This design comes from an exercise in tuning for small area on the open sky130 flow, not from production work.
The RTL was checked by simulation tests, not by an equivalence proof against the original design.
No activity file was given, so power comes from the tool's default toggle rates.

## design/flow/design.v

```verilog
module aba_energy (
    input  wire               clk,
    input  wire               rst,
    input  wire               run,
    input  wire               tick,
    input  wire signed [47:0] p1,
    input  wire signed [47:0] p2,
    input  wire signed [47:0] p3,
    input  wire        [47:0] s1,
    input  wire        [47:0] s2,
    input  wire        [47:0] s3,
    input  wire        [39:0] kp1,
    input  wire        [39:0] kp2,
    input  wire        [39:0] kp3,
    input  wire        [47:0] creep_thr,
    input  wire               wr_en,
    input  wire        [2:0]  wr_sel,
    input  wire        [63:0] wr_data,
    input  wire        [2:0]  rd_sel,
    output wire        [63:0] rd_count,
    output wire        [3:0]  dir
);
    reg  [47:0] pq0, pq1, pq2;       
    reg  [1:0]  tq;                  
    reg  [39:0] kr0, kr1, kr2;       
    reg  [2:0]  crp;                 
    reg  [2:0]  pnz;                 
    reg         run_q;
    wire [79:0] kk1 = {kp2, kp2};
    wire [79:0] kk2 = {kp3, kp3};
    wire        lt1, lt2, lt3;
    aba_ltu u_lt1 (.a(s1), .b(creep_thr), .lt(lt1));
    aba_ltu u_lt2 (.a(s2), .b(creep_thr), .lt(lt2));
    aba_ltu u_lt3 (.a(s3), .b(creep_thr), .lt(lt3));
    wire [49:0] msum;
    wire        tstep;
    always @(posedge clk) begin
        if (tick) begin
            pq1   <= p2;
            pq2   <= p3;
            crp   <= {lt3, lt2, lt1};
            pnz   <= {|p3, |p2, |p1};
            run_q <= run;
        end
        if (tick | tstep)
            pq0 <= tick ? p1 : msum[47:0];
        if (tstep)
            tq  <= msum[49:48];
        kr0 <= tick ? kp1 : {kr0[0], kr0[39:1]};
        kr1 <= tick ? kk1[30 +: 40] : {kr1[0], kr1[39:1]};
        kr2 <= tick ? kk2[20 +: 40] : {kr2[0], kr2[39:1]};
    end
    reg         busy;
    reg  [1:0]  ph;                  
    reg  [5:0]  sc;                  
    reg  [2:0]  hc;                  
    reg         flush;               
    wire        tot_ph = (ph == 2'd3);
    wire        mstep  = busy & ~tot_ph & (sc < 6'd40);
    assign      tstep  = busy & ~tot_ph & (sc == 6'd49);
    wire        win    = busy & ~rst & (tot_ph ? (sc < 6'd8) : (sc >= 6'd40) & (sc < 6'd48));
    always @(posedge clk) begin
        if (rst) begin
            busy  <= 1'b0;
            ph    <= 2'd0;
            sc    <= 6'd0;
            hc    <= 3'd0;
            flush <= 1'b1;
        end else begin
            hc <= hc + 3'd1;
            if (hc == 3'd7)
                flush <= 1'b0;
            if (tick) begin
                busy <= 1'b1;
                ph   <= 2'd0;
                sc   <= 6'd0;
            end else if (busy) begin
                if (tot_ph ? (sc == 6'd9) : (sc == 6'd49)) begin
                    sc <= 6'd0;
                    ph <= ph + 2'd1;
                    if (tot_ph)
                        busy <= 1'b0;
                end else begin
                    sc <= sc + 6'd1;
                end
            end
        end
    end
    reg  [47:0] acc;                 
    reg         lsb;                 
    reg         stk;                 
    reg         kpnz;                
    wire [49:0] tot  = {tq, pq0};
    wire        e0   = (ph == 2'd0);
    wire        e1   = (ph == 2'd1);
    wire        e2   = (ph == 2'd2);
    wire        kbit = (e0 & kr0[0]) | (e1 & kr1[0]) | (e2 & kr2[0]);
    wire        crs  = (e0 & crp[0]) | (e1 & crp[1]) | (e2 & crp[2]);
    wire        nzs  = (e0 & pnz[0]) | (e1 & pnz[1]) | (e2 & pnz[2]);
    wire        neg  = (e0 & pq0[47]) | (e1 & pq1[47]) | (e2 & pq2[47]);
    wire        kg   = mstep & kbit & ~crs;
    wire        rup  = lsb & stk;    
    wire        y0   = (kg & e0) | (tstep & ~e0);
    wire        y1   = kg & e1;
    wire        y2   = kg & e2;
    wire [47:0] ylo  = ({48{y0}} & pq0) | ({48{y1}} & pq1) | ({48{y2}} & pq2);
    wire [1:0]  yhi  = ({2{kg}} & {2{neg}}) | ({2{tstep & ~e0}} & tq);
    wire        xclr = mstep & (sc == 6'd0);
    wire [47:0] xa   = acc & {48{~xclr}};
    wire [49:0] mx   = {{2{xa[47]}}, xa};
    wire [49:0] my   = {yhi, ylo};
    wire        mc   = tstep & (neg ? rup : lsb);
    aba_add50 u_madd (.a(mx), .b(my), .ci(mc), .s(msum));
    always @(posedge clk) begin
        if (mstep) begin
            acc  <= msum[48:1];
            lsb  <= msum[0];
            stk  <= ~xclr & (stk | lsb);
            kpnz <= (~xclr & kpnz) | kg;
        end
    end
    reg  [63:0] cnt0, cnt1, cnt2, cnt3, cnt4, cnt5, cnt6, cnt7;
    reg  [31:0] res [0:7];           
    reg  [3:0]  dir_q;
    wire        tneg   = tq[1];
    wire        tnz    = |tot;
    wire        rsgn   = tot_ph ? tneg : neg;
    wire [2:0]  target = {ph, rsgn};
    wire        upd    = win & (hc == target) & run_q &
                         (tot_ph ? tnz : (nzs & ~crs & kpnz));
    wire [2:0]  sel = busy ? target : rd_sel;
    wire [7:0]  oh  = rst ? 8'd0 : (8'd1 << sel);
    wire [63:0] rdm = ({64{oh[0]}} & cnt0) | ({64{oh[1]}} & cnt1) |
                      ({64{oh[2]}} & cnt2) | ({64{oh[3]}} & cnt3) |
                      ({64{oh[4]}} & cnt4) | ({64{oh[5]}} & cnt5) |
                      ({64{oh[6]}} & cnt6) | ({64{oh[7]}} & cnt7);
    reg         u2, u3, c32q, c64q;
    wire        u1  = upd;
    wire [49:0] rbx = tot_ph ? (tot ^ {50{tneg}}) : {2'b00, acc ^ {48{neg}}};
    wire [49:0] rb  = {rbx[49:32] & {18{~rst}}, rbx[31:0]};
    wire        rc  = tot_ph ? tneg : (neg ? ~rup : lsb);
    wire [31:0] sum1, sum2, sum3;
    wire        co1, co2, co3;
    aba_rca #(.W(32), .F(32)) u_r1 (.a(res[0]), .b(rb[31:0]), .ci(rc),
                                    .s(sum1), .co(co1));
    aba_rca #(.W(32), .F(18)) u_r2 (.a(rdm[31:0]), .b({14'd0, rb[49:32]}),
                                    .ci(c32q & ~rst), .s(sum2), .co(co2));
    aba_rca #(.W(32), .F(0))  u_r3 (.a(rdm[63:32]), .b(32'd0),
                                    .ci(c64q & ~rst), .s(sum3), .co(co3));
    always @(posedge clk) begin
        u2   <= u1 & ~rst;
        u3   <= u2 & ~rst;
        c32q <= co1;
        c64q <= co2;
    end
    wire        wr_act = wr_en & ~run & ~rst;
    wire [63:0] bus = wr_act ? wr_data : {sum3, sum2};
    wire [7:0]  en_lo, en_hi;
    genvar g;
    generate
        for (g = 0; g < 8; g = g + 1) begin : g_en
            wire wr_g = rst | (wr_act & (wr_sel == g));
            assign en_lo[g] = wr_g | (u2 & (target == g));
            assign en_hi[g] = wr_g | (u3 & (target == g));
        end
    endgenerate
    always @(posedge clk) begin
        if (en_lo[0]) cnt0[31:0] <= bus[31:0];
        if (en_lo[1]) cnt1[31:0] <= bus[31:0];
        if (en_lo[2]) cnt2[31:0] <= bus[31:0];
        if (en_lo[3]) cnt3[31:0] <= bus[31:0];
        if (en_lo[4]) cnt4[31:0] <= bus[31:0];
        if (en_lo[5]) cnt5[31:0] <= bus[31:0];
        if (en_lo[6]) cnt6[31:0] <= bus[31:0];
        if (en_lo[7]) cnt7[31:0] <= bus[31:0];
        if (en_hi[0]) cnt0[63:32] <= bus[63:32];
        if (en_hi[1]) cnt1[63:32] <= bus[63:32];
        if (en_hi[2]) cnt2[63:32] <= bus[63:32];
        if (en_hi[3]) cnt3[63:32] <= bus[63:32];
        if (en_hi[4]) cnt4[63:32] <= bus[63:32];
        if (en_hi[5]) cnt5[63:32] <= bus[63:32];
        if (en_hi[6]) cnt6[63:32] <= bus[63:32];
        if (en_hi[7]) cnt7[63:32] <= bus[63:32];
    end
    integer i;
    always @(posedge clk) begin
        for (i = 0; i < 7; i = i + 1)
            res[i] <= res[i + 1];
        res[7] <= u1 ? sum1 : (flush ? 32'd0 : res[0]);
    end
    always @(posedge clk) begin
        if (rst)
            dir_q <= 4'd0;
        else if (tstep & nzs)
            dir_q[ph] <= neg;
        else if (busy & tot_ph & (sc == 6'd0) & tnz)
            dir_q[3] <= tneg;
    end
    assign rd_count = rdm;
    assign dir      = dir_q;
endmodule
module aba_rca #(parameter W = 8, parameter F = 8) (
    input  wire [W-1:0] a,
    input  wire [W-1:0] b,
    input  wire         ci,
    output wire [W-1:0] s,
    output wire         co
);
    wire [W:0] c;
    assign c[0] = ci;
    genvar i;
    generate
        for (i = 0; i < W; i = i + 1) begin : g_bit
            if (i < F) begin : g_fa
                assign s[i]     = a[i] ^ b[i] ^ c[i];
                assign c[i + 1] = (a[i] & b[i]) | (c[i] & (a[i] ^ b[i]));
            end else begin : g_ha
                assign s[i]     = a[i] ^ c[i];
                assign c[i + 1] = a[i] & c[i];
            end
        end
    endgenerate
    assign co = c[W];
endmodule
module aba_add50 (
    input  wire [49:0] a,
    input  wire [49:0] b,
    input  wire        ci,
    output wire [49:0] s
);
    wire [29:0] sl;
    wire [19:0] h0, h1;
    wire        cl, n0, n1;
    aba_rca #(.W(30), .F(30)) u_lo (.a(a[29:0]), .b(b[29:0]), .ci(ci), .s(sl), .co(cl));
    aba_rca #(.W(20), .F(20)) u_h0 (.a(a[49:30]), .b(b[49:30]), .ci(1'b0), .s(h0), .co(n0));
    aba_rca #(.W(20), .F(20)) u_h1 (.a(a[49:30]), .b(b[49:30]), .ci(1'b1), .s(h1), .co(n1));
    assign s = {(h1 & {20{cl}}) | (h0 & {20{~cl}}), sl};
endmodule
module aba_ltu (
    input  wire [47:0] a,
    input  wire [47:0] b,
    output wire        lt
);
    wire [48:0] br;
    assign br[0] = 1'b0;
    genvar i;
    generate
        for (i = 0; i < 48; i = i + 1) begin : g_bit
            assign br[i + 1] = (~a[i] & b[i]) | (~a[i] & br[i]) | (b[i] & br[i]);
        end
    endgenerate
    assign lt = br[48];
endmodule
```

## design/flow/flow/run.sh

```bash
#!/bin/bash
# Layout flow: the standard ORFS flow (standard.sh), with one change to
# synthesis: the technology mapping of the combinational logic by ABC uses
# an area-oriented script (flow/abc_area.script) instead of ORFS's speed
# script. Everything else (registers, their names and cells, flattening,
# renaming, floorplan, placement, CTS, routing) is the standard flow.
set -euo pipefail
W=$(cd "$(dirname "$0")/.." && pwd)
cat > "$W/area_synth.tcl" <<EOT
proc abc {args} {
  set i [lsearch \$args -script]
  if {\$i >= 0} { lset args [expr {\$i + 1}] {$W/flow/abc_area.script} }
  yosys abc {*}\$args
}
source {$W/synth_recipe.tcl}
EOT
sed "s#SYNTH_SCRIPT=[^ ]*#SYNTH_SCRIPT=$W/area_synth.tcl#" "$W/standard.sh" > "$W/area_standard.sh"
grep -q "SYNTH_SCRIPT=$W/area_synth.tcl" "$W/area_standard.sh"
bash "$W/area_standard.sh" > "$W/flow_make.log" 2>&1
```

## design/flow/flow/abc_area.script

```
strash
&get -n
&fraig -x
&put
scorr
dc2
strash
&get -n
&dch -f
&nf -a
&put
```

## design/flow/standard.sh

```bash
#!/bin/bash
# synth_recipe.tcl (not shown) runs the flow's synth.tcl, then flattens the netlist and writes it again
# the make line also repeats each setting of config.mk as NAME=value (left out here)
make -C /OpenROAD-flow-scripts/flow DESIGN_CONFIG=/design/flow/config.mk WORK_HOME=/design/flow/orfs CLKGATE_MAP_FILE= SYNTH_SCRIPT=/design/flow/synth_recipe.tcl "${@:-finish}"
```

## design/flow/config.mk

```make
export PLATFORM = sky130hd
export DESIGN_NAME = aba_energy
export DESIGN_NICKNAME = aba_energy
export VERILOG_FILES = /design/flow/design.v
export SDC_FILE = /design/flow/constraint.sdc
export NUM_CORES = 4
export LEC_CHECK = 0
export CAP_MARGIN = 20
export CORE_MARGIN = 2
export CORE_UTILIZATION = 30
export SLEW_MARGIN = 20
```

## design/flow/constraint.sdc

```tcl
create_clock -name core_clock -period 20.0 [get_ports {clk}]
set_input_delay 4.0000 -clock core_clock [delete_from_list [all_inputs] [get_ports {clk}]]
set_output_delay 4.0000 -clock core_clock [all_outputs]
set_load 0.01 [all_outputs]
```

==> flow_summary.toml, run 1 <==
[worst_hold_path]
worstHoldPathCells = 0
min_to = "res[2][19]"
min_from = "res[3][19]"
hold_path_class = "reg2reg"

[sta]
max_freq_ghz = 0.0551
finalCritPeriodShare_pct = 90.8
clock_skew_ns = 0.0789
period_needed_ns = 18.16
hold_viol = 0
rsz0062_at_grt = "false"
tns_ns = 0
final_max_slew_viol_count = 0
setup_viol = 0
hold_slack_ns = 0.259
relSlewSlack_pct = 35.8
worst_slew_pin_slew_ns = 0.963

[worst_setup_path]
slowest_delay_ns = 0.71
start_kind = "register"
cp-end-kind = "register"
crit_family = "adder cells"
ff2ff_path_depth = 43
crit_path_frequent_cell = "fa_1"
r2r_end = "pq0[45]"
required_ns = 20.44
r2r_slack_ns = 1.84
crit_arrival_ns = 18.61
slowest_stage = "dfxtp_1"
worst-path-max-fanout = 48
critical_path_class = "reg2reg"
rr_startpoint = "ph[0]"
cp_num_buf_inv = 5

[synthesis]
ys_seq_area_share_pct = 68.4
syn_inst = 2781
yosysWarnings = 3
synth_top_flop_cell = "edfxtp_1"
synth-seq-cells = 1113
synth_edf_count = 716
syn_area_um2 = 43100
synthDistinctLibCells = 45
synth_nets = 3487
avgSynthCellArea_um2 = 15.5
synthArstFlopShare_pct = 0

[route]
dr.pass1.iters = 9
viasPerCell = 5.03
ant_nets = 0
avgRoutedWirePerCell_um = 24.6
drt_iter0_drc = 2693
drc = 0
drt_wl_total_um = 137000
num_vias = 27900

[clock_tree]
clockBufferDepth = 3
cts_root_buffer = "clkbuf_16"
cts-htree-levels = 3
ctsHoldBuffers = 0
cts_resized = 0
cts_tree = "yes"
cts.clk_slew.worst_paths_ns = 0.06
cts_buffers = 114
post_cts_buffers = 0
clock_latency_ns = 0.78
clock_sinks = 1113

[pwr]
total_leakage_power_uw = 0.0195
power.density_nw_per_um2 = 100
ir_worst_vdd_mv = 0.0737

[grt]
grt_max_degree = 108
grt_pass1_vias = 27800
gr-usage-all-layers_pct = 18.1
grt_first_pass_wirelength_um = 193000
antenna_found_initial = 45
grt-ovfl-total = 0

[floorplan]
die_w_um = 383
coreArea_um2 = 143000
die_h_um = 383
rows = 139
start_util_pct = 30.1
io_pins = 599
dieArea_um2 = 147000

[place]
port_buffers = 598
detailed_place_hpwl_um = 98600
gp_congestion = 0.855

[outcome]
outcome = "timing/DRC/antenna clean"

[cells_and_area]
final_cell_mix = "716 x edfxtp_1, 596 x clkdlybuf4s50_1, 397 x dfxtp_1"
area_growth_pct = 29.4
seqCellArea_um2 = 29400
nets = 4250
nFillCells = 13400
final_common_cell = "edfxtp_1"
drive_gt1_share_pct = 6.89
multi_input_area_um2 = 13200

[job]
maxCapViolCount = 0
[sequential cells by signal, summed over array words and instances, names as in the netlist, 4 cells and up]
name   flops
cnt3      64
kr2       40
cnt7      64
kr0       40
cnt6      64
pq1       48
kr1       40
acc       48
pq2       48
cnt2      64
pq0       48
res      256
cnt1      64
dir_q      4
cnt0      64
sc         6
cnt4      64
cnt5      64
[worst register-to-register path, delay by kind of cell, from the launching register on]
family	cells	cell delay [ns]
adder cells (fa/ha/maj)	31	14.11
flip-flops	1	0.71
AND/OR/NAND/NOR	2	0.39
buffers and inverters	5	1.33
multiplexers	2	0.51
AO/OA/AOI/OAI	3	0.85
[synth_stat cells, types with 6 or more instances]
library cell	count	area share [%]
xor2_1	14	0.28
dfxtp_1	397	18
o22a_1	15	0.31
nand4_1	35	0.51
a22oi_1	127	2.2
o21ai_0	85	0.99
o22ai_1	49	0.71
fa_1	115	5.3
mux2_1	202	5.3
nor4_1	52	0.76
nand3_1	50	0.58
o21a_1	30	0.52
nor3_1	22	0.26
xnor2_1	79	1.6
nor2b_1	14	0.20
mux2i_1	31	0.72
nand2_1	149	1.3
ha_1	60	1.7
a222oi_1	169	3.9
nand2b_1	13	0.19
clkinv_1	132	1.2
nor2_1	67	0.58
a21oi_1	53	0.62
a22o_1	6	0.12
or3_1	35	0.51
a211oi_1	15	0.26
edfxtp_1	716	50
a221oi_1	6	0.12
[worst max path at each step]
stage | start | to | slack (ns) | depth (start not counted)
floorplan | ph[0] | pq0[30] | 0.19 | 41
global placement | ph[0] | pq0[31] | 2.02 | 44
detailed placement | ph[0] | pq0[45] | 1.82 | 43
CTS | ph[0] | pq0[45] | 1.77 | 43
global route | ph[0] | pq0[45] | 1.02 | 43
finish | ph[0] | pq0[45] | 1.84 | 43
[cell type report]
class / count / share of cell area (%)
multi-input cells: 1536 / 23.7
diodes: 3 / 0.0135
inverters: 132 / 0.889
clock inverters: 79 / 1.54
clock buffers: 136 / 5.37
repair buffers: 647 / 11.4
flip-flops and latches: 1113 / 52.8
well taps: 1903 / 4.27
[per-stage QoR]
stage | total power [µW] | std cells | util (%) | instance area [µm²] | setup slack [ns]
floorplan | 3140 | 2781 | - | 43100 | 0.188
global placement | 3500 | 5330 | 36.3 | 51900 | 2.02
detailed placement | 3510 | 5330 | 36.3 | 51900 | 1.82
CTS | 5650 | 5545 | 39.0 | 55700 | 1.77
global route | 5810 | 5547 | 39.0 | 55700 | 1.02
finish | 5590 | 5549 | 39.0 | 55700 | 1.84
[power breakdown]
| part | internal, µW | total (µW) | switching (µW) |
|---|---|---|---|
| sequential | 2750 | 2830 | 81.9 |
| combinational | 269 | 619 | 351 |
| clock | 1220 | 2140 | 926 |
| total | 4230 | 5590 | 1360 |
[per-layer routing]
metal | part of all wire, % | GRT usage [%] | up-vias
li1 | - | - | 12600
met1 | 40 | 23.0 | 13800
met2 | 48 | 30.1 | 1193
met3 | 9.1 | 5.43 | 235
met4 | 2.4 | 4.83 | 60
met5 | 0.25 | 0 | -
[kinds of logic (layout without fill, tap and decap cells)]
kind of cell / after synthesis / count (layout) / synth area share (%)
muxes: 233 / 233 / 6.00
AOI/OAI and AO/OA: 586 / 586 / 10.4
xor gates and xnor gates: 93 / 93 / 1.89
DFF: 1113 / 1113 / 68.4
adders and majority gates: 175 / 175 / 7.09
other: 0 / 3 / 0
and+or+nand+nor: 449 / 449 / 5.08
buffers and inverters: 132 / 994 / 1.15
==> inputs of run 2 (changes only) <==
==> design/flow/flow/run.sh (replaced) <==
#!/bin/bash
# Layout flow: the standard ORFS flow (standard.sh), with two changes:
#  - synthesis: the technology mapping of the combinational logic by ABC
#    uses an area-oriented script (flow/abc_area.script) instead of ORFS's
#    speed script; registers, their names and cells, flattening and
#    renaming are those of the standard synthesis;
#  - placement: every input and output port still gets its own buffer,
#    but a plain sky130_fd_sc_hd__buf_1 instead of the default cell.
# Floorplan, placement, CTS and routing are otherwise the standard flow.
set -euo pipefail
W=$(cd "$(dirname "$0")/.." && pwd)
cat > "$W/area_synth.tcl" <<EOT
proc abc {args} {
  set i [lsearch \$args -script]
  if {\$i >= 0} { lset args [expr {\$i + 1}] {$W/flow/abc_area.script} }
  yosys abc {*}\$args
}
source {$W/synth_recipe.tcl}
EOT
sed "s#SYNTH_SCRIPT=[^ ]*#SYNTH_SCRIPT=$W/area_synth.tcl#" "$W/standard.sh" > "$W/area_standard.sh"
grep -q "SYNTH_SCRIPT=$W/area_synth.tcl" "$W/area_standard.sh"
export BUFFER_PORTS_ARGS="-buffer_cell sky130_fd_sc_hd__buf_1"
bash "$W/area_standard.sh" > "$W/flow_make.log" 2>&1
--- a/design/flow/config.mk
+++ b/design/flow/config.mk
@@ -9,3 +9,4 @@
 export CORE_MARGIN = 2
 export CORE_UTILIZATION = 30
+export CTS_BUF_LIST = sky130_fd_sc_hd__clkbuf_4
 export SLEW_MARGIN = 20
==> flow_summary.toml, run 2 <==
[sta]
period_needed_ns = 18.02
finalCritPeriodShare_pct = 90.1
max_freq_ghz = 0.0555
tns_ns = 0
setup_viol = 0
relSlewSlack_pct = 30.7
hold_viol = 0
worst_slew_pin_slew_ns = 1.04
clock_skew_ns = 0.158
setup_ws_ns = 1.98
rsz0062_at_grt = "false"
final_max_slew_viol_count = 0

[clock_tree]
ctsHoldBuffers = 0
cts_root_buffer = "clkbuf_4"
clock_sinks = 1113
cts-htree-levels = 5
clockBufferDepth = 4
clock_latency_ns = 1.27
cts_resized = 0
cts_buffers = 307
cts_tree = "yes"
post_cts_buffers = 0
cts.clk_slew.worst_paths_ns = 0.07

[pwr]
total_leakage_power_uw = 0.0183
power.density_nw_per_um2 = 103
ir_worst_vdd_mv = 0.0646
finalPower_uw = 5380

[worst_setup_path]
slowest_delay_ns = 0.75
crit_arrival_ns = 18.90
start_kind = "register"
crit_path_frequent_cell = "fa_1"
worst-path-max-fanout = 47
required_ns = 20.88
critical_path_class = "reg2reg"
slowest_stage = "dfxtp_1"
cp-end-kind = "register"

[floorplan]
dieArea_um2 = 147000
io_pins = 599
die_h_um = 383
start_util_pct = 30.1
coreArea_um2 = 143000
die_w_um = 383
rows = 139

[synthesis]
yosysTopAreaCell = "edfxtp_1"
synth-seq-cells = 1113
syn_area_um2 = 43100
synthArstFlopShare_pct = 0
syn_inst = 2781
synth_top_flop_cell = "edfxtp_1"
synth.top_cell.area_share_pct = 49.9
ys_seq_area_share_pct = 68.4
avgSynthCellArea_um2 = 15.5
synth_edf_count = 716
netlist_top_cells_count = "716 x edfxtp_1, 397 x dfxtp_1, 202 x mux2_1"
synth_nets = 3487
synthTopCellsByArea = "edfxtp_1 50%, dfxtp_1 18%, fa_1 5.3%"
yosysWarnings = 3
synth_most_common_cell = "edfxtp_1"
synthDistinctLibCells = 45

[cells_and_area]
area_growth_pct = 20.8
multi_input_area_um2 = 13200
seqCellArea_um2 = 29400
post-route-util_pct = 36.4
drive_gt1_share_pct = 13.7
largest_reg_flops = 256
regMostFlops = "res"
nFillCells = 14000
nets = 4449
final_common_cell = "edfxtp_1"
final_cell_mix = "716 x edfxtp_1, 596 x buf_1, 444 x clkbuf_4"

[place]
dp_slack_ns = 2.03
gp_congestion = 0.904
detailed_place_hpwl_um = 98600
port_buffers = 598

[route]
avgRoutedWirePerCell_um = 23.4
num_vias = 29200
ant_nets = 0
drt_iter0_drc = 3040
viasPerCell = 4.98
dr.pass1.iters = 9
drc = 0
drt_wl_total_um = 138000

[job]
maxCapViolCount = 0

[grt]
grt_max_degree = 69
grt_pass1_vias = 29200
gr-usage-all-layers_pct = 18.3
grt-ovfl-total = 0
antenna_found_initial = 32
grt_first_pass_wirelength_um = 195000

[worst_hold_path]
hold_path_class = "reg2reg"

[outcome]
outcome = "timing/DRC/antenna clean"
[run 2: cell counts after synthesis]
No cell type changed its count.
[run 2: worst paths after layout]
kind	endpoint	start	slack, ns	cells after the start
worst max-delay path	pq0[33]	ph[0]	1.98	40
worst min-delay path	res[1][16]	res[2][16]	0.26	0
worst max register to register	pq0[33]	ph[0]	1.98	40
worst min register to register	res[1][16]	res[2][16]	0.26	0
[run 2: area by class of cell]
| class | instances | area share [%] |
|---|---|---|
| Sequential cell | 1113 | 56.6 |
| Multi-Input combinational cell | 1536 | 25.3 |
| Clock buffer | 443 | 6.39 |
| Timing Repair Buffer | 653 | 5.12 |
| Tap cell | 1903 | 4.58 |
| Clock inverter | 78 | 0.952 |
| Inverter | 132 | 0.952 |
| Antenna cell | 14 | 0.0673 |
[run 2: kinds of logic (layout without fill, tap and decap cells)]
family | Yosys count | in the layout | share of synthesized area (%)
flops | 1113 | 1113 | 68.4
mux | 233 | 233 | 6.00
fa+ha+maj | 175 | 175 | 7.09
xor+xnor | 93 | 93 | 1.89
compound gates | 586 | 586 | 10.4
buf+inv | 132 | 1306 | 1.15
simple gates | 449 | 449 | 5.08
other cells | 0 | 14 | 0
[run 2: stage by stage]
step / hold slack [ns] / cells / cell area [µm²]
floorplan: 0.310 / 2781 / 43100
global placement: 0.310 / 5337 / 48200
detailed placement: 0.312 / 5337 / 48200
CTS: 0.284 / 5858 / 52000
global route: 0.267 / 5864 / 52000
finish: 0.260 / 5872 / 52000
[run 2: critical path, delay by kind of cell (launching register included)]
family | cells | cell delay (ns)
adders and majority gates | 30 | 13.97
buffers and inverters | 3 | 1.22
AOI/OAI and AO/OA | 3 | 0.92
DFF | 1 | 0.75
muxes | 2 | 0.50
and+or+nand+nor | 2 | 0.39
[run 2: power by group]
part | total [µW] | internal [µW] | switching (µW)
registers | 2830 | 2750 | 81.7
logic | 533 | 175 | 358
clock network | 2020 | 1100 | 917
total | 5380 | 4030 | 1360
[run 2: routing by layer]
metal	track usage (%)	wire (µm)	vias up
met5	0	130	-
met4	7.37	4760	24
met3	5.82	12700	286
met2	29.5	65000	1382
met1	22.8	55000	14400
li1	-	-	13200
==> inputs of run 3 (changes only) <==
==> design/flow/run.sh (new file) <==
#!/bin/bash
# synth_recipe.tcl (not shown) runs the flow's synth.tcl, then flattens the netlist and writes it again
# the make line also repeats each setting of config.mk as NAME=value (left out here)
make -C /OpenROAD-flow-scripts/flow DESIGN_CONFIG=/design/flow/config.mk WORK_HOME=/design/flow/orfs CLKGATE_MAP_FILE= SYNTH_SCRIPT=/design/flow/synth_recipe.tcl finish
--- a/design/flow/config.mk
+++ b/design/flow/config.mk
@@ -9,4 +9,3 @@
 export CORE_MARGIN = 2
 export CORE_UTILIZATION = 30
-export CTS_BUF_LIST = sky130_fd_sc_hd__clkbuf_4
 export SLEW_MARGIN = 20
removed: design/flow/flow/run.sh
removed: design/flow/flow/abc_area.script
removed: design/flow/standard.sh
==> flow_summary.toml, run 3 <==
[clock_tree]
cts_buffers = 113
clockBufferDepth = 3
cts-htree-levels = 3
cts_root_buffer = "clkbuf_16"
cts_tree = "yes"
clock_latency_ns = 0.78
clock_sinks = 1113
ctsHoldBuffers = 0
cts.clk_slew.worst_paths_ns = 0.06
cts_resized = 0
post_cts_buffers = 0

[worst_setup_path]
required_ns = 20.43
slowest_delay_ns = 0.88
ff2ff_path_depth = 39
crit_arrival_ns = 18.42
r2r_slack_ns = 2.01
cp_num_buf_inv = 3
crit_path_frequent_cell = "fa_1"
start_kind = "register"
critical_path_class = "reg2reg"
rr_startpoint = "busy"
cp-end-kind = "register"
crit_family = "adder cells"
r2r_end = "tq[1]"
worst-path-max-fanout = 52
slowest_stage = "dfxtp_1"

[grt]
grt_max_degree = 87
grt-ovfl-total = 0
gr-usage-all-layers_pct = 18.4
antenna_found_initial = 50
grt_pass1_vias = 29600
grt_first_pass_wirelength_um = 206000

[sta]
max_freq_ghz = 0.0556
period_needed_ns = 17.99
clock_skew_ns = 0.0978
rsz0062_at_grt = "false"
setup_viol = 0
final_max_slew_viol_count = 0
hold_viol = 0
worst_slew_pin_slew_ns = 1.05
relSlewSlack_pct = 29.1
tns_ns = 0
finalCritPeriodShare_pct = 89.9
hold_slack_ns = 0.278

[pwr]
power.density_nw_per_um2 = 97.8
ir_worst_vdd_mv = 0.0740
total_leakage_power_uw = 0.0204

[place]
gp_congestion = 0.934
detailed_place_hpwl_um = 105000
port_buffers = 598

[synthesis]
yosysTopAreaCell = "edfxtp_1"
syn_area_um2 = 45000
ys_seq_area_share_pct = 65.5
synth.top_cell.area_share_pct = 47.8
synthDistinctLibCells = 74
avgSynthCellArea_um2 = 14.0
synth_edf_count = 716
syn_inst = 3205
synth_most_common_cell = "edfxtp_1"
yosysWarnings = 3
synth-seq-cells = 1113
synth_top_flop_cell = "edfxtp_1"
netlist_top_cells_count = "716 x edfxtp_1, 397 x dfxtp_1, 251 x nand2_1"
synthTopCellsByArea = "edfxtp_1 48%, dfxtp_1 18%, mux2_2 5.3%"
synthArstFlopShare_pct = 0
synth_nets = 3911

[route]
dr.pass1.iters = 8
drt_iter0_drc = 2286
drt_wl_total_um = 143000
num_vias = 29300
viasPerCell = 4.93
drc = 0
ant_nets = 0
avgRoutedWirePerCell_um = 24.1

[cells_and_area]
nets = 4524
drive_gt1_share_pct = 12.5
regMostFlops = "res"
final_common_cell = "edfxtp_1"
largest_reg_flops = 256
area_growth_pct = 27.9
final_cell_mix = "716 x edfxtp_1, 596 x clkdlybuf4s50_1, 397 x dfxtp_1"

[floorplan]
die_h_um = 391
rows = 142
coreArea_um2 = 149000
start_util_pct = 30.1
io_pins = 599
die_w_um = 391
dieArea_um2 = 153000

[worst_hold_path]
min_to = "res[4][0]"
min_from = "res[5][0]"
worstHoldPathCells = 0
hold_path_class = "reg2reg"

[outcome]
outcome = "timing/DRC/antenna clean"

[job]
maxCapViolCount = 0
## run 3: changes by cell type after synthesis, moves of 27 or more
cell      delta
clkinv_1   -131
a21oi_1     +46
inv_1      +161
nand2_1    +102
mux2_2     +211
mux2_1     -202
clkbuf_1   +128
a222oi_1   -116
o22ai_1     -30
a22oi_1     +41
o21a_1      -27
maj3_1      +30
nand3_1     -28
o21ai_0     +36
## run 3: area by class of cell
cell class	count	area, µm²
fill	14000	91900
multi-input combinational	1779	14700
antenna	13	32.5
sequential	1113	29400
tap	2016	2520
inverter	162	608
clock buffer	138	2970
timing repair buffer	649	6370
clock inverter	72	907
## run 3: layer usage
layer / GRT usage, % / wire, µm
met4: 7.53 / 5570
met3: 5.08 / 12100
met1: 22.0 / 55600
met2: 31.2 / 69800
met5: 0 / 333
## run 3: cells by family after synthesis
group | count (synthesis) | synth area share, %
buffers and inverters | 313 | 2.63
xor gates and xnor gates | 109 | 2.12
DFF | 1113 | 65.5
adders and majority gates | 206 | 7.48
and+or+nand+nor | 603 | 6.56
muxes | 250 | 6.15
AOI/OAI and AO/OA | 611 | 9.59
## run 3: metrics by stage
stage / cells / total power (µW) / instance area [µm²] / setup WS, ns / utilization (%)
4_1_cts: 5929 / 5690 / 57500 / 1.93 / 38.5
3_3_place_gp: 5719 / 3500 / 53600 / 2.24 / 35.9
3_5_place_dp: 5719 / 3510 / 53600 / 2.05 / 35.9
2_1_floorplan: 3205 / 3140 / 45000 / 2.37 / -
5_1_grt: 5937 / 5840 / 57500 / 1.25 / 38.5
6_report: 5942 / 5630 / 57500 / 2.01 / 38.5
## run 3: how the worst max path moves through the flow
stage,from,endpoint,cells after the start
finish,busy,tq[1],39
global route,busy,tq[1],39
CTS,busy,tq[1],39
detailed placement,busy,tq[1],39
global placement,busy,tq[1],39
floorplan,ph[0],pq0[30],42
## run 3: where the power goes
part	switching (µW)	total (µW)	internal (µW)
clock	925	2170	1250
sequential	80.3	2810	2730
combinational	361	646	285
## run 3: worst reg2reg max path, delay by kind of cell (launching register included)
| family | cells | cell delay [ns] |
|---|---|---|
| xor gates and xnor gates | 2 | 0.25 |
| DFF | 1 | 0.88 |
| and+or+nand+nor | 2 | 0.98 |
| muxes | 1 | 0.26 |
| buffers and inverters | 3 | 1.33 |
| adders and majority gates | 29 | 13.48 |
| AOI/OAI and AO/OA | 2 | 0.48 |
==> inputs of run 4 (changes only) <==
--- a/design/flow/design.v
+++ b/design/flow/design.v
@@ -137,7 +137,10 @@
     reg         u2, u3, c32q, c64q;
     wire        u1  = upd;
-    wire [49:0] rbx = tot_ph ? (tot ^ {50{tneg}}) : {2'b00, acc ^ {48{neg}}};
-    wire [49:0] rb  = {rbx[49:32] & {18{~rst}}, rbx[31:0]};
-    wire        rc  = tot_ph ? tneg : (neg ? ~rup : lsb);
+    wire        u2g = u2 & ~rst;
+    wire [49:0] rbt = tot ^ {50{tneg}};
+    wire [49:0] rbe = {2'b00, acc ^ {48{neg}}};
+    wire [49:0] rb  = {({18{u2g & tot_ph}} & rbt[49:32]) | ({18{u2g & ~tot_ph}} & rbe[49:32]),
+                       ({32{u1 & tot_ph}} & rbt[31:0]) | ({32{u1 & ~tot_ph}} & rbe[31:0])};
+    wire        rc  = u1 & (tot_ph ? tneg : (neg ? ~rup : lsb));
     wire [31:0] sum1, sum2, sum3;
     wire        co1, co2, co3;
@@ -145,7 +148,7 @@
                                     .s(sum1), .co(co1));
     aba_rca #(.W(32), .F(18)) u_r2 (.a(rdm[31:0]), .b({14'd0, rb[49:32]}),
-                                    .ci(c32q & ~rst), .s(sum2), .co(co2));
+                                    .ci(c32q & u2g), .s(sum2), .co(co2));
     aba_rca #(.W(32), .F(0))  u_r3 (.a(rdm[63:32]), .b(32'd0),
-                                    .ci(c64q & ~rst), .s(sum3), .co(co3));
+                                    .ci(c64q & u3 & ~rst), .s(sum3), .co(co3));
     always @(posedge clk) begin
         u2   <= u1 & ~rst;
@@ -187,5 +190,5 @@
         for (i = 0; i < 7; i = i + 1)
             res[i] <= res[i + 1];
-        res[7] <= u1 ? sum1 : (flush ? 32'd0 : res[0]);
+        res[7] <= sum1 & {32{~flush}};
     end
     always @(posedge clk) begin
==> design/flow/flow/run.sh (new file) <==
#!/bin/bash
# Layout flow: the standard ORFS flow (standard.sh), with two changes:
#  - synthesis: the technology mapping of the combinational logic by ABC
#    uses an area-oriented script (flow/abc_area.script) instead of ORFS's
#    speed script; registers, their names and cells, flattening and
#    renaming are those of the standard synthesis;
#  - placement: every input and output port still gets its own buffer,
#    but a plain sky130_fd_sc_hd__buf_1 instead of the default cell;
#  - CTS: no dummy loads; leaf clusters and buffer as set below.
# Floorplan, placement, CTS and routing are otherwise the standard flow.
set -euo pipefail
W=$(cd "$(dirname "$0")/.." && pwd)
cat > "$W/area_synth.tcl" <<EOT
proc abc {args} {
  set i [lsearch \$args -script]
  if {\$i >= 0} { lset args [expr {\$i + 1}] {$W/flow/abc_area.script} }
  yosys abc {*}\$args
}
source {$W/synth_recipe.tcl}
EOT
sed "s#SYNTH_SCRIPT=[^ ]*#SYNTH_SCRIPT=$W/area_synth.tcl#" "$W/standard.sh" > "$W/area_standard.sh"
grep -q "SYNTH_SCRIPT=$W/area_synth.tcl" "$W/area_standard.sh"
export BUFFER_PORTS_ARGS="-buffer_cell sky130_fd_sc_hd__buf_1"
export CTS_ARGS="-sink_clustering_enable -repair_clock_nets -dont_use_dummy_load -buf_list sky130_fd_sc_hd__clkbuf_4 -sink_clustering_size 10 -sink_clustering_max_diameter 60"
bash "$W/area_standard.sh" > "$W/flow_make.log" 2>&1
==> design/flow/flow/abc_area.script (new file) <==
strash
&get -n
&fraig -x
&put
scorr
dc2
strash
&get -n
&dch -f
&nf -a
&put
==> design/flow/standard.sh (new file) <==
#!/bin/bash
# synth_recipe.tcl (not shown) runs the flow's synth.tcl, then flattens the netlist and writes it again
# the make line also repeats each setting of config.mk as NAME=value (left out here)
make -C /OpenROAD-flow-scripts/flow DESIGN_CONFIG=/design/flow/config.mk WORK_HOME=/design/flow/orfs CLKGATE_MAP_FILE= SYNTH_SCRIPT=/design/flow/synth_recipe.tcl "${@:-finish}"
--- a/design/flow/config.mk
+++ b/design/flow/config.mk
@@ -8,4 +8,5 @@
 export CAP_MARGIN = 20
 export CORE_MARGIN = 2
-export CORE_UTILIZATION = 30
+export CORE_UTILIZATION = 50
+export CTS_BUF_LIST = sky130_fd_sc_hd__clkbuf_4
 export SLEW_MARGIN = 20
removed: design/flow/run.sh
==> flow_summary.toml, run 4 <==
[outcome]
outcome = "timing/DRC/antenna clean"

[synthesis]
avgSynthCellArea_um2 = 15.7
netlist_top_cells_count = "716 x edfxtp_1, 397 x dfxtp_1, 187 x mux2_1"
synth_most_common_cell = "edfxtp_1"
syn_area_um2 = 42800
yosysTopAreaCell = "edfxtp_1"
synthArstFlopShare_pct = 0
syn_inst = 2731
yosysWarnings = 3
synth-seq-cells = 1113
synth_nets = 3437
synth_edf_count = 716
ys_seq_area_share_pct = 68.8
synth.top_cell.area_share_pct = 50.2
synthDistinctLibCells = 50
synthTopCellsByArea = "edfxtp_1 50%, dfxtp_1 19%, fa_1 5.4%"
synth_top_flop_cell = "edfxtp_1"

[clock_tree]
cts_tree = "yes"
clock_sinks = 1113
clockBufferDepth = 3
cts.clk_slew.worst_paths_ns = 0.11
cts_buffers = 132
ctsHoldBuffers = 0
clock_latency_ns = 1.06
post_cts_buffers = 0
cts-htree-levels = 4
cts_root_buffer = "clkbuf_4"
cts_resized = 0

[grt]
grt-ovfl-total = 0
grt_pass1_vias = 27800
use_met2_pct = 45.3
use_met3_pct = 6.41
top_usage_layer = "met2"
grt_util_met1_pct = 36.7
antenna_found_initial = 18
grt_first_pass_wirelength_um = 177000
grt_max_degree = 89
gr-usage-all-layers_pct = 27.5

[job]
maxCapViolCount = 0

[worst_setup_path]
crit_path_frequent_cell = "fa_1"
worst-path-max-fanout = 47
critical_path_class = "reg2reg"
start_kind = "register"
required_ns = 20.68
slowest_delay_ns = 0.76
cp-end-kind = "register"
slowest_stage = "dfxtp_1"
crit_arrival_ns = 19.02

[cells_and_area]
regMostFlops = "res"
nFillCells = 7034
nets = 4224
final_common_cell = "edfxtp_1"
seqCellArea_um2 = 29400
drive_gt1_share_pct = 5.72
post-route-util_pct = 56.5
fin_area_um2 = 48000
final_cell_mix = "716 x edfxtp_1, 597 x buf_1, 397 x dfxtp_1"
area_growth_pct = 12.1
largest_reg_flops = 256
multi_input_area_um2 = 13000

[place]
placed_cell_area_um2 = 47000
detailed_place_hpwl_um = 83000
dp_slack_ns = 0.794
port_buffers = 598
gp_congestion = 1.03

[sta]
hold_viol = 0
clock_skew_ns = 0.181
period_needed_ns = 18.33
relSlewSlack_pct = 34.0
worst_slew_pin_slew_ns = 0.990
tns_ns = 0
final_max_slew_viol_count = 0
finalCritPeriodShare_pct = 91.7
max_freq_ghz = 0.0545
rsz0062_at_grt = "false"
setup_viol = 0
setup_ws_ns = 1.67

[pwr]
intPower_uw = 3140
ir_worst_vdd_mv = 0.0593
pwr-share-comb_pct = 10.4
finalPower_uw = 4160
p_sw_uw = 1020
power.share.sequential_pct = 66.0
netSwitchingFraction_pct = 24.6
power_frac_clock_pct = 23.6
total_leakage_power_uw = 0.0167
power.density_nw_per_um2 = 86.7

[floorplan]
io_pins = 599
die_w_um = 297
coreArea_um2 = 85000
rows = 107
dieArea_um2 = 88000
start_util_pct = 50.4
die_h_um = 297

[route]
viasPerCell = 5.90
drt_wl_total_um = 122000
avgRoutedWirePerCell_um = 26.0
num_vias = 27600
ant_nets = 0
dr.pass1.iters = 8
drc = 0
drt_iter0_drc = 2719

[worst_hold_path]
hold_path_class = "reg2reg"
## run 4: cell types whose count changed in the layout (fill, tap and decap cells not counted), moves of 133 or more
cell,before,now
buf_1,0,597
clkbuf_4,0,133
clkdlybuf4s50_1,596,0
inv_1,161,0
mux2_1,0,187
mux2_2,210,0
## run 4: power by group through the flow
stage / clock network, µW / logic, µW / registers (µW)
3_5_place_dp: 0 / 436 / 2800
3_3_place_gp: 0 / 422 / 2790
2_1_floorplan: 0 / 248 / 2780
5_1_grt: 1110 / 480 / 2770
6_report: 982 / 434 / 2750
4_1_cts: 1020 / 438 / 2750
## run 4: final timing paths
path                            startpoint         to  slack (ns)  cells after the start
worst max-delay path                 ph[0]    pq0[40]        1.67                     43
worst min-delay path             res[1][1]  res[0][1]        0.26                      0
worst max register to register       ph[0]    pq0[40]        1.67                     43
worst min register to register   res[1][1]  res[0][1]        0.26                      0
## run 4: per-stage QoR
stage	hold WS, ns	instances
after floorplan	0.310	2731
after global placement	0.310	4528
after detailed placement	0.312	4528
after CTS	0.265	4660
after global routing	0.268	4669
final	0.261	4677
## run 4: worst max-delay path: cells and delay by family (launching register included)
kind | cells | cell delay, ns
flops | 1 | 0.76
simple gates | 3 | 0.63
mux | 2 | 0.50
buf+inv | 5 | 1.42
fa+ha+maj | 31 | 14.04
compound gates | 2 | 0.66
## run 4: cells by family (layout without fill, tap and decap cells)
kind of cell    after synthesis  after routing  share of synthesized area, %
compound gates              566            566                          10.4
xor+xnor                    103            103                          2.11
fa+ha+maj                   175            175                          7.13
buf+inv                     126            911                          1.10
flops                      1113           1113                          68.8
mux                         206            206                          5.36
other cells                   0             17                             0
simple gates                442            442                          5.15
## run 4: cell type report
cell class,instances,area share [%]
antenna,17,0.0886
clock buffer,132,2.06
inverter,126,0.985
multi-input combinational,1492,27.0
sequential,1113,61.3
tap,1144,2.98
timing repair buffer,653,5.54
## run 4: routing by layer
metal	part of all wire, %	routed length, µm
met5	0.042	51
met4	2.3	2790
met3	8.4	10300
met2	48	58700
met1	41	49800
==> inputs of run 5 (changes only) <==
--- a/design/flow/flow/run.sh
+++ b/design/flow/flow/run.sh
@@ -22,4 +22,4 @@
 grep -q "SYNTH_SCRIPT=$W/area_synth.tcl" "$W/area_standard.sh"
 export BUFFER_PORTS_ARGS="-buffer_cell sky130_fd_sc_hd__buf_1"
-export CTS_ARGS="-sink_clustering_enable -repair_clock_nets -dont_use_dummy_load -buf_list sky130_fd_sc_hd__clkbuf_4 -sink_clustering_size 10 -sink_clustering_max_diameter 60"
+export CTS_ARGS="-sink_clustering_enable -repair_clock_nets -dont_use_dummy_load -buf_list sky130_fd_sc_hd__clkbuf_8 -sink_clustering_size 16 -sink_clustering_max_diameter 80"
 bash "$W/area_standard.sh" > "$W/flow_make.log" 2>&1
--- a/design/flow/config.mk
+++ b/design/flow/config.mk
@@ -9,4 +9,4 @@
 export CORE_MARGIN = 2
 export CORE_UTILIZATION = 50
-export CTS_BUF_LIST = sky130_fd_sc_hd__clkbuf_4
+export CTS_BUF_LIST = sky130_fd_sc_hd__clkbuf_8
 export SLEW_MARGIN = 20
==> flow_summary.toml, run 5 <==
[cells_and_area]
multi_input_area_um2 = 13000
final_cell_mix = "716 x edfxtp_1, 597 x buf_1, 397 x dfxtp_1"
regMostFlops = "res"
largest_reg_flops = 256
seqCellArea_um2 = 29400
nFillCells = 6976
final-instance-count-excl-fill = 4621
drive_gt1_share_pct = 4.27
area_growth_pct = 12.3
nets = 4171
final_common_cell = "edfxtp_1"

[synthesis]
synthDistinctLibCells = 50
synth-seq-cells = 1113
synth_nets = 3437
synth.top_cell.area_share_pct = 50.2
synth_top_flop_cell = "edfxtp_1"
synth_most_common_cell = "edfxtp_1"
avgSynthCellArea_um2 = 15.7
ys_seq_area_share_pct = 68.8
synthTopCellsByArea = "edfxtp_1 50%, dfxtp_1 19%, fa_1 5.4%"
syn_inst = 2731
synth_edf_count = 716
yosysTopAreaCell = "edfxtp_1"
syn_area_um2 = 42800
synthArstFlopShare_pct = 0
netlist_top_cells_count = "716 x edfxtp_1, 397 x dfxtp_1, 187 x mux2_1"
yosysWarnings = 3

[route]
ant_nets = 0
drt_wl_total_um = 121000
avgRoutedWirePerCell_um = 26.2
drc = 0
num_vias = 27300
drt_iter0_drc = 2901
dr.pass1.iters = 9
viasPerCell = 5.91

[floorplan]
coreArea_um2 = 85000
io_pins = 599
die_w_um = 297
die_h_um = 297
rows = 107
dieArea_um2 = 88000
start_util_pct = 50.4

[clock_tree]
post_cts_buffers = 0
ctsHoldBuffers = 0
cts.clk_slew.worst_paths_ns = 0.10
clock_sinks = 1113
cts_tree = "yes"
cts_resized = 0
cts_buffers = 79
cts_root_buffer = "clkbuf_8"
clockBufferDepth = 3
cts-htree-levels = 3
clock_latency_ns = 0.72

[sta]
max_freq_ghz = 0.0542
setup_ws_ns = 1.55
hold_viol = 0
worst_slew_pin_slew_ns = 0.994
rsz0062_at_grt = "false"
finalCritPeriodShare_pct = 92.2
setup_viol = 0
hold_slack_ns = 0.292
clock_skew_ns = 0.109
tns_ns = 0
relSlewSlack_pct = 33.8
final_max_slew_viol_count = 0
period_needed_ns = 18.45

[grt]
use_met3_pct = 5.70
top_usage_layer = "met2"
gr-usage-all-layers_pct = 27.3
grt_pass1_vias = 27400
antenna_found_initial = 16
grt_max_degree = 89
grt-ovfl-total = 0
grt_first_pass_wirelength_um = 176000
use_met2_pct = 44.8
grt_util_met1_pct = 36.8

[place]
detailed_place_hpwl_um = 83000
port_buffers = 598
gp_congestion = 1.03
dp_slack_ns = 0.794
place_inst = 4528

[pwr]
power.density_nw_per_um2 = 87.4
ir_worst_vdd_mv = 0.0713
total_leakage_power_uw = 0.0166
finalPower_uw = 4200

[worst_setup_path]
critical_path_class = "reg2reg"
cp-end-kind = "register"
required_ns = 20.39
start_kind = "register"
crit_path_frequent_cell = "fa_1"
slowest_delay_ns = 0.76
slowest_stage = "dfxtp_1"
worst-path-max-fanout = 47
crit_arrival_ns = 18.83

[outcome]
outcome = "timing/DRC/antenna clean"

[job]
maxCapViolCount = 0

[worst_hold_path]
hold_path_class = "reg2reg"
-- run 5: cell counts after synthesis --
No cell type changed its count.
-- run 5: cell families (layout without fill, tap and decap cells) --
group	Yosys count	in the layout	synth area share (%)
DFF	1113	1113	68.8
and+or+nand+nor	442	442	5.15
buffers and inverters	126	858	1.10
xor gates and xnor gates	103	103	2.11
muxes	206	206	5.36
other	0	14	0
adders and majority gates	175	175	7.13
AOI/OAI and AO/OA	566	566	10.4
-- run 5: per-stage QoR --
stage	cell area, µm²	utilization, %
final	48100	56.6
after global routing	48100	56.6
after CTS	48100	56.5
after detailed placement	47000	55.3
after global placement	47000	55.3
after floorplan	42800	-
-- run 5: cell type report --
cell class              instances  share of cell area [%]
multi-input cells            1492                    27.0
diodes                         14                  0.0728
repair buffers                653                    5.53
clock buffers                  79                    2.26
inverters                     126                   0.983
flip-flops and latches       1113                    61.2
well taps                    1144                    2.98
-- run 5: routing by layer --
layer,part of all wire (%),up-vias
met5,0.047,-
met1,41,13800
li1,-,12200
met3,7.9,197
met4,2.6,10
met2,48,1108
-- run 5: worst paths after layout --
check,from,endpoint,slack (ns),cells after the start
min reg2reg,res[1][28],res[0][28],0.29,0
min,res[1][28],res[0][28],0.29,0
max,ph[0],pq0[40],1.55,43
max reg2reg,ph[0],pq0[40],1.55,43
-- run 5: worst max-delay path, delay by kind of cell, from the launching register on --
| kind | cells | cell delay (ns) |
|---|---|---|
| compound gates | 2 | 0.67 |
| flops | 1 | 0.76 |
| mux | 2 | 0.49 |
| buf+inv | 5 | 1.43 |
| fa+ha+maj | 31 | 14.09 |
| simple gates | 3 | 0.66 |
-- run 5: power by group --
part	internal, µW	switching (µW)	leakage [µW]
registers	2680	66.7	0.0105
clock network	356	665	0.000568
logic	154	280	0.00558
==> inputs of run 6 (changes only) <==
--- a/design/flow/design.v
+++ b/design/flow/design.v
@@ -138,8 +138,7 @@
     wire        u1  = upd;
     wire        u2g = u2 & ~rst;
-    wire [49:0] rbt = tot ^ {50{tneg}};
-    wire [49:0] rbe = {2'b00, acc ^ {48{neg}}};
-    wire [49:0] rb  = {({18{u2g & tot_ph}} & rbt[49:32]) | ({18{u2g & ~tot_ph}} & rbe[49:32]),
-                       ({32{u1 & tot_ph}} & rbt[31:0]) | ({32{u1 & ~tot_ph}} & rbe[31:0])};
+    wire [49:0] rbv = tot_ph ? tot : {2'b00, acc};
+    wire [49:0] rbx = rbv ^ {{2{tot_ph & tneg}}, {48{rsgn}}};
+    wire [49:0] rb  = {rbx[49:32] & {18{u2g}}, rbx[31:0] & {32{u1}}};
     wire        rc  = u1 & (tot_ph ? tneg : (neg ? ~rup : lsb));
     wire [31:0] sum1, sum2, sum3;
--- a/design/flow/flow/run.sh
+++ b/design/flow/flow/run.sh
@@ -22,4 +22,4 @@
 grep -q "SYNTH_SCRIPT=$W/area_synth.tcl" "$W/area_standard.sh"
 export BUFFER_PORTS_ARGS="-buffer_cell sky130_fd_sc_hd__buf_1"
-export CTS_ARGS="-sink_clustering_enable -repair_clock_nets -dont_use_dummy_load -buf_list sky130_fd_sc_hd__clkbuf_8 -sink_clustering_size 16 -sink_clustering_max_diameter 80"
+export CTS_ARGS="-sink_clustering_enable -repair_clock_nets -dont_use_dummy_load -buf_list sky130_fd_sc_hd__clkbuf_8 -sink_clustering_size 20 -sink_clustering_max_diameter 60"
 bash "$W/area_standard.sh" > "$W/flow_make.log" 2>&1
--- a/design/flow/config.mk
+++ b/design/flow/config.mk
@@ -6,7 +6,7 @@
 export NUM_CORES = 4
 export LEC_CHECK = 0
-export CAP_MARGIN = 20
+export CAP_MARGIN = 0
 export CORE_MARGIN = 2
-export CORE_UTILIZATION = 50
+export CORE_UTILIZATION = 60
 export CTS_BUF_LIST = sky130_fd_sc_hd__clkbuf_8
-export SLEW_MARGIN = 20
+export SLEW_MARGIN = 0
==> flow_summary.toml, run 6 <==
[sta]
hold_viol = 0
rsz0062_at_grt = "false"
finalCritPeriodShare_pct = 92.8
worst_slew_pin_slew_ns = 1.13
final_max_slew_viol_count = 0
relSlewSlack_pct = 24.5
max_freq_ghz = 0.0539
setup_viol = 0
tns_ns = 0
setup_ws_ns = 1.45
period_needed_ns = 18.55
clock_skew_ns = 0.0921

[place]
dp_slack_ns = 0.895
gp_congestion = 0.964
place_inst = 4292
detailed_place_hpwl_um = 79700
port_buffers = 598

[floorplan]
dieArea_um2 = 73200
die_w_um = 270
coreArea_um2 = 70100
start_util_pct = 60.7
rows = 97
io_pins = 599
die_h_um = 270

[synthesis]
syn_inst = 2707
synth_top_flop_cell = "edfxtp_1"
synthTopCellsByArea = "edfxtp_1 50%, dfxtp_1 19%, fa_1 5.4%"
synthArstFlopShare_pct = 0
netlist_top_cells_count = "716 x edfxtp_1, 397 x dfxtp_1, 200 x mux2_1"
synthDistinctLibCells = 51
syn_area_um2 = 42600
avgSynthCellArea_um2 = 15.7
synth_edf_count = 716
yosysTopAreaCell = "edfxtp_1"
synth-seq-cells = 1113
ys_seq_area_share_pct = 69.1
yosysWarnings = 3
synth_nets = 3413
synth_most_common_cell = "edfxtp_1"
synth.top_cell.area_share_pct = 50.5

[clock_tree]
cts-htree-levels = 3
post_cts_buffers = 0
cts_tree = "yes"
cts_resized = 0
ctsHoldBuffers = 0
cts_buffers = 72
clock_latency_ns = 0.71
clockBufferDepth = 3
cts_root_buffer = "clkbuf_8"
clock_sinks = 1113
cts.clk_slew.worst_paths_ns = 0.11

[cells_and_area]
nFillCells = 5112
final-instance-count-excl-fill = 4391
largest_reg_flops = 256
final_common_cell = "edfxtp_1"
area_growth_pct = 11.6
nets = 4132
drive_gt1_share_pct = 3.97
regMostFlops = "res"
final_cell_mix = "716 x edfxtp_1, 597 x buf_1, 397 x dfxtp_1"

[route]
drt-met1-wl_um = 43600
top_layer = "met5"
drt_wl_total_um = 115000
ant_nets = 0
avgRoutedWirePerCell_um = 26.2
dr.pass1.iters = 9
num_vias = 27400
drt_iter0_drc = 3199
viasPerCell = 6.23
drc = 0
dr_wl_met2_um = 57500
wl_met3_um = 9730

[pwr]
ir_worst_vdd_mv = 0.0682
power_frac_clock_pct = 23.5
total_leakage_power_uw = 0.0163
p_sw_uw = 995
power.share.sequential_pct = 66.2
intPower_uw = 3160
power.density_nw_per_um2 = 87.3
pwr-share-comb_pct = 10.3
netSwitchingFraction_pct = 24.0

[worst_setup_path]
crit_path_frequent_cell = "fa_1"
slowest_delay_ns = 0.78
worst-path-max-fanout = 47
crit_arrival_ns = 18.96
cp-end-kind = "register"
start_kind = "register"
slowest_stage = "dfxtp_1"
critical_path_class = "reg2reg"
required_ns = 20.41

[worst_hold_path]
hold_path_class = "reg2reg"

[job]
maxCapViolCount = 0

[grt]
gr-usage-all-layers_pct = 31.0
antenna_found_initial = 33
grt_max_degree = 87
grt-ovfl-total = 0
grt_first_pass_wirelength_um = 170000
grt_pass1_vias = 27700

[outcome]
outcome = "timing/DRC/antenna clean"
-- run 6: per-layer routing --
metal | vias up | GRT usage, %
li1 | 12100 | -
met1 | 13700 | 40.6
met2 | 1403 | 52.0
met3 | 220 | 5.80
met4 | 6 | 11.5
met5 | - | 0
-- run 6: worst paths after layout --
kind | startpoint | endpoint | slack [ns] | cells after the start
max | ph[0] | tq[1] | 1.45 | 44
min | res[7][23] | res[6][23] | 0.30 | 0
max reg2reg | ph[0] | tq[1] | 1.45 | 44
min reg2reg | res[7][23] | res[6][23] | 0.30 | 0
-- run 6: stage by stage --
step	util, %	power [µW]	hold slack [ns]	instance area (µm²)
floorplan	-	3010	0.310	42600
global placement	66.3	3200	0.310	46500
detailed placement	66.3	3230	0.312	46500
CTS	67.7	4170	0.302	47500
global route	67.7	4310	0.300	47500
finish	67.8	4150	0.303	47500
-- run 6: power groups by stage --
stage / clock network (µW) / registers (µW) / logic [µW]
2_1_floorplan: 0 / 2770 / 240
3_3_place_gp: 0 / 2790 / 413
3_5_place_dp: 0 / 2800 / 427
4_1_cts: 991 / 2750 / 429
5_1_grt: 1070 / 2760 / 469
6_report: 977 / 2750 / 428
-- run 6: cell families after synthesis --
| kind of cell | synth area share [%] |
|---|---|
| DFF | 69.1 |
| AOI/OAI and AO/OA | 10.1 |
| and+or+nand+nor | 4.73 |
| muxes | 6.86 |
| adders and majority gates | 7.17 |
| buffers and inverters | 1.22 |
| xor gates and xnor gates | 0.822 |
-- run 6: worst max-delay path, delay by kind of cell (launching register included) --
family	cells	cell delay, ns
multiplexers	1	0.27
adder cells (fa/ha/maj)	31	14.18
AO/OA/AOI/OAI	2	0.39
flip-flops	1	0.78
AND/OR/NAND/NOR	3	0.90
buffers and inverters	5	1.48
XOR/XNOR	2	0.26
-- run 6: area by class of cell --
cell class / instances / area (µm²) / area share, %
repair buffers: 645 / 2600 / 5.47
flip-flops and latches: 1113 / 29400 / 61.9
inverters: 139 / 522 / 1.10
diodes: 27 / 67.6 / 0.142
clock buffers: 72 / 991 / 2.08
well taps: 940 / 1180 / 2.47
multi-input cells: 1455 / 12700 / 26.8
==> inputs of run 7 (changes only) <==
--- a/design/flow/flow/run.sh
+++ b/design/flow/flow/run.sh
@@ -22,4 +22,4 @@
 grep -q "SYNTH_SCRIPT=$W/area_synth.tcl" "$W/area_standard.sh"
 export BUFFER_PORTS_ARGS="-buffer_cell sky130_fd_sc_hd__buf_1"
-export CTS_ARGS="-sink_clustering_enable -repair_clock_nets -dont_use_dummy_load -buf_list sky130_fd_sc_hd__clkbuf_8 -sink_clustering_size 20 -sink_clustering_max_diameter 60"
+export CTS_ARGS="-sink_clustering_enable -repair_clock_nets -dont_use_dummy_load -buf_list sky130_fd_sc_hd__clkbuf_8 -sink_clustering_size 16 -sink_clustering_max_diameter 45"
 bash "$W/area_standard.sh" > "$W/flow_make.log" 2>&1
==> flow_summary.toml, run 7 <==
[clock_tree]
cts-htree-levels = 3
cts_root_buffer = "clkbuf_8"
clock_latency_ns = 0.76
clockBufferDepth = 3
cts_resized = 0
ctsHoldBuffers = 0
post_cts_buffers = 0
clock_sinks = 1113
cts.clk_slew.worst_paths_ns = 0.09
cts_buffers = 116
cts_tree = "yes"

[floorplan]
dieArea_um2 = 73200
coreArea_um2 = 70100
die_w_um = 270
die_h_um = 270
start_util_pct = 60.7
rows = 97
io_pins = 599

[route]
ant_nets = 0
drc = 0
avgRoutedWirePerCell_um = 26.2
num_vias = 27700
drt_wl_total_um = 116000
drt_iter0_drc = 3182
viasPerCell = 6.24
dr.pass1.iters = 9

[sta]
relSlewSlack_pct = 24.6
max_freq_ghz = 0.0540
hold_slack_ns = 0.267
rsz0062_at_grt = "false"
finalCritPeriodShare_pct = 92.6
clock_skew_ns = 0.115
hold_viol = 0
worst_slew_pin_slew_ns = 1.13
final_max_slew_viol_count = 0
tns_ns = 0
period_needed_ns = 18.51
setup_viol = 0

[synthesis]
yosysTopAreaCell = "edfxtp_1"
synth.top_cell.area_share_pct = 50.5
ys_seq_area_share_pct = 69.1
synthTopCellsByArea = "edfxtp_1 50%, dfxtp_1 19%, fa_1 5.4%"
avgSynthCellArea_um2 = 15.7
synthDistinctLibCells = 51
synth_top_flop_cell = "edfxtp_1"
syn_area_um2 = 42600
synth_edf_count = 716
synth-seq-cells = 1113
netlist_top_cells_count = "716 x edfxtp_1, 397 x dfxtp_1, 200 x mux2_1"
synth_most_common_cell = "edfxtp_1"
yosysWarnings = 3
synthArstFlopShare_pct = 0
synth_nets = 3413
syn_inst = 2707

[outcome]
outcome = "timing/DRC/antenna clean"

[place]
detailed_place_hpwl_um = 79700
gp_congestion = 0.964
port_buffers = 598
placed_cell_area_um2 = 46500

[worst_setup_path]
crit_family = "adder cells"
start_kind = "register"
cp-end-kind = "register"
slowest_delay_ns = 0.76
r2r_slack_ns = 1.49
slowest_stage = "dfxtp_1"
worst-path-max-fanout = 47
required_ns = 20.43
cp-startpoint = "ph[0]"
crit_arrival_ns = 18.94
critical_path_class = "reg2reg"
rr_startpoint = "ph[0]"
cp_num_buf_inv = 5
crit_path_frequent_cell = "fa_1"

[pwr]
pwr-share-comb_pct = 9.8
power.density_nw_per_um2 = 91.0
total_leakage_power_uw = 0.0166
netSwitchingFraction_pct = 23.7
intPower_uw = 3340
power.share.sequential_pct = 62.7
power_frac_clock_pct = 27.5
p_sw_uw = 1040
ir_worst_vdd_mv = 0.0644

[grt]
gr-usage-all-layers_pct = 31.2
grt_max_degree = 87
grt-ovfl-total = 0
antenna_found_initial = 30
grt_first_pass_wirelength_um = 171000
grt_pass1_vias = 28300

[cells_and_area]
drive_gt1_share_pct = 5.19
largest_reg_flops = 256
nets = 4176
final_common_cell = "edfxtp_1"
nFillCells = 5051
area_growth_pct = 13.0
final_cell_mix = "716 x edfxtp_1, 597 x buf_1, 397 x dfxtp_1"
regMostFlops = "res"
fin_area_um2 = 48100

[worst_hold_path]
min_from = "res[6][11]"
hold_path_class = "reg2reg"

[job]
maxCapViolCount = 0
## run 7: cell count changes in the layout (fill, tap and decap cells not counted)
cell	delta
diode_2	-3
clkbuf_8	+44
## run 7: cells by family after synthesis
group                      share of synthesized area (%)
xor gates and xnor gates                           0.822
muxes                                               6.86
AOI/OAI and AO/OA                                   10.1
buffers and inverters                               1.22
DFF                                                 69.1
and+or+nand+nor                                     4.73
adders and majority gates                           7.17
## run 7: through the flow
stage	power, µW	instances	setup WS [ns]	utilization [%]
finish	4380	4432	1.49	68.6
global route	4540	4424	0.782	68.6
CTS	4400	4408	1.48	68.5
detailed placement	3230	4292	0.895	66.3
global placement	3200	4292	0.963	66.3
floorplan	3010	2707	0.529	-
## run 7: area by class of cell
class                           instances  area (µm²)  area share, %
Inverter                              139         522           1.08
Clock buffer                          116        1600           3.32
Sequential cell                      1113       29400           61.2
Tap cell                              940        1180           2.44
Multi-Input combinational cell       1455       12700           26.5
Timing Repair Buffer                  645        2600           5.40
Antenna cell                           24        60.1          0.125
## run 7: power groups by stage
stage	Combinational [µW]	Sequential, µW	Clock, µW
after global routing	470	2770	1300
after detailed placement	427	2800	0
final	428	2750	1200
after floorplan	240	2770	0
after CTS	429	2750	1230
after global placement	413	2790	0
## run 7: worst paths after layout
check / to / cells after the start
max: tq[1] / 44
min reg2reg: res[5][11] / 0
min: res[5][11] / 0
max reg2reg: tq[1] / 44
## run 7: per-layer routing
metal,vias to the layer above,part of all wire (%),track usage [%]
li1,12200,-,-
met1,13800,38,40.7
met2,1417,50,52.8
met3,253,8.1,5.38
met4,8,3.8,11.5
met5,-,0.041,0

## static timing again, ports no longer ideal
The flow's constraints put no driver on any port. The routed layouts listed below were extracted and timed again, unchanged, in two steps. Step 1 sets driving cells, clkbuf_16 on the clock port and buf_2 on the other inputs (assumed; they add their load-dependent delay and slew). Step 2 adds t to the input delays and takes it off the output delays; t is the mean of the earliest and latest rising clock arrival at the registers after step 1. Input paths then give back, and output paths get back, about the clock's delay inside the block. Three values: ideal, step 1, step 2; two values: the first two.
run | t (ns) | setup slack, ns | worst setup path at the end
run 1 | 0.811 | 1.838 / 1.838 / 1.838 | register to register
run 2 | 1.255 | 1.980 / 1.980 / 1.980 | register to register
run 3 | 0.811 | 2.011 / 2.011 / 2.011 | register to register
run 4 | 1.027 | 1.667 / 1.667 / 0.972 | input to register
run 5 | 0.732 | 1.554 / 1.554 / 0.998 | input to register
run 6 | 0.743 | 1.448 / 1.448 / 0.964 | input to register
run 7 | 0.770 | 1.486 / 1.486 / 0.983 | input to register
After both steps every run listed still meets setup and hold. For run 4, which loses most, drivers alone change the setup slack by 0.000 ns; drivers and shift together by -0.695 ns.
